From an optimization exercise on the open Yosys and OpenROAD flow, aimed at small area, a short achievable clock period and few clock cycles per item; shortcuts taken in it are not production practice. Only simulation tests tie the RTL to the original design; equivalence was not proved.

## aes_enc_core
module aes_enc_core (
    input  wire         clk,
    input  wire         rst,         
    input  wire         key_load,    
    input  wire [1:0]   key_len,     
    input  wire [255:0] key,         
    input  wire         in_valid,
    output reg          in_ready,
    input  wire [127:0] in_data,
    output reg          out_valid,
    output wire [127:0] out_data
);
    reg         l128, l192, l256;    
    reg  [3:0]  nr;                  
    reg  [2:0]  kp;                  
    reg         krdy;                
    reg         v1, w1, vm1, wm1, v2, w2, vm2, wm2;
    reg  [3:0]  r1, rm1, r2, rm2;
    reg  [1:0]  gn;                  
    reg         gopen;               
    wire        lastm2 = (rm2 == nr);
    wire        cont2  = vm2 && !lastm2;             
    wire        accept = in_valid && in_ready;
    reg  [255:0] ks;
    reg  [127:0] h0, h1, rko;
    reg  [31:0]  ksi;                
    reg          ksi_rot;            
    reg  [47:0]  km;                 
    wire [31:0] S7 = ks[31:0];
    wire [31:0] H00 = h0[127:96], H01 = h0[95:64], H02 = h0[63:32], H03 = h0[31:0];
    wire [31:0] H10 = h1[127:96], H11 = h1[95:64], H12 = h1[63:32], H13 = h1[31:0];
    wire [31:0] kin = ksi_rot ? {ksi[23:0], ksi[31:24]} : ksi;
    wire [47:0] km_d;
  ...
==> flow/config.mk <==
export PLATFORM = sky130hd
export DESIGN_NAME = aes_enc_core
export DESIGN_NICKNAME = aes_enc_core
export VERILOG_FILES = /design/flow/design.v
export SDC_FILE = /design/flow/constraint.sdc
export NUM_CORES = 8
export LEC_CHECK = 0
export CAP_MARGIN = 20
export CORE_MARGIN = 2
export CORE_UTILIZATION = 50
export CTS_CLUSTER_DIAMETER = 100
export CTS_CLUSTER_SIZE = 20
export PLACE_DENSITY = 0.7
export SLEW_MARGIN = 20
==> flow/constraint.sdc <==
create_clock -name core_clock -period 10.0 [get_ports {clk}]
set_input_delay 2.0000 -clock core_clock [delete_from_list [all_inputs] [get_ports {clk}]]
set_output_delay 2.0000 -clock core_clock [all_outputs]
set_load 0.01 [all_outputs]
standard.sh (not shown) runs the stock make flow with config.mk's settings and CLKGATE_MAP_FILE= SYNTH_SCRIPT=/design/flow/synth_recipe.tcl, a recipe that flattens the netlist after the stock synthesis.
==> flow/flow/run.sh <==
#!/bin/bash
# Own layout flow: the standard flow (standard.sh, with its synthesis
# script and steps) with these settings changed:
#  - synthesis maps the logic with the ABC script in flow/abc.script (an
#    area-oriented mapping) instead of ORFS's speed script;
#  - the make variables listed in flow/make_vars.txt (one VAR=value per
#    line) are added to both make runs: among them SETUP_SLACK_MARGIN, so
#    that the timing repair steps aim for extra setup slack and the layout is
#    sized for a short period, although the clock stays at the design's.
# Each tool's output goes to a log file of its own in this folder.
set -uo pipefail
W=$PWD
SD=$W/scripts_own
rm -rf "$SD"; mkdir -p "$SD"
for f in "$FLOW_HOME"/scripts/*; do ln -s "$f" "$SD/"; done
rm -f "$SD/abc_area.script"; cp "$W/flow/abc.script" "$SD/abc_area.script"
VARS=()
if [[ -f "$W/flow/make_vars.txt" ]]; then
  while IFS= read -r line; do
    [[ -z "$line" || "$line" == \#* ]] && continue
    VARS+=("$line")
  done < "$W/flow/make_vars.txt"
fi
bash standard.sh SCRIPTS_DIR="$SD" ABC_AREA=1 "${VARS[@]}" synth > "$W/synth.log" 2>&1 || { tail -30 "$W/synth.log"; exit 1; }
bash standard.sh "${VARS[@]}" finish > "$W/layout.log" 2>&1 || { tail -30 "$W/layout.log"; exit 1; }
==> flow/flow/abc.script <==
&get -n
&st
&dch
&nf -a -R 1000
&put
==> flow/flow/make_vars.txt <==
SETUP_SLACK_MARGIN=6.8
BUFFER_PORTS_ARGS=-buffer_cell sky130_fd_sc_hd__buf_2
Testbench counts at the start, summed over its fixed seeds: cycles 12,694, items 1,687.
Next try:
Settings changed: CTS_CLUSTER_DIAMETER 100 to 110, CTS_CLUSTER_SIZE 20 to 24, PLACE_DENSITY 0.7 to unset.
Effect: Fmax rose by 0.48%; synthesized cell count does not change; die area does not change; clock skew falls by 0.010 ns; non-clock buffer count went down by 4; design area fell by 0.74%; area after synthesis stays the same; worst hold slack is better by 0.0045 ns.

[port drivers added, routing unchanged]
In the flow no input, the clock included, has a driving cell. The finished layouts below were timed again as built, in two steps.
Step 1, drivers: a clkbuf_16 drives clk and a buf_2 each remaining input, both assumed.
Step 2 moves the port delays by t, midway between the first and last clock arrival at a register: inputs arrive t later, outputs are due t later. That takes back most of the time a late clock gives input paths.
a / b / c = ideal / step 1 / step 2; a / b = the first two.
run	t (ns)	setup slack, ns	hold WS [ns]	slew at the worst register clock pin (ns)	worst slew at a driven data input, ns
the first run	0.879	6.679 / 6.585 / 5.990	0.373 / 0.373 / 0.373	0.10 / 0.10	0.08
the second run	0.850	6.695 / 6.605 / 5.971	0.378 / 0.378 / 0.378	0.11 / 0.11	0.09
After both steps setup and hold are still met in every run listed. For the second run, which loses most, drivers alone change the setup slack by -0.090 ns; drivers and shift together by -0.724 ns.
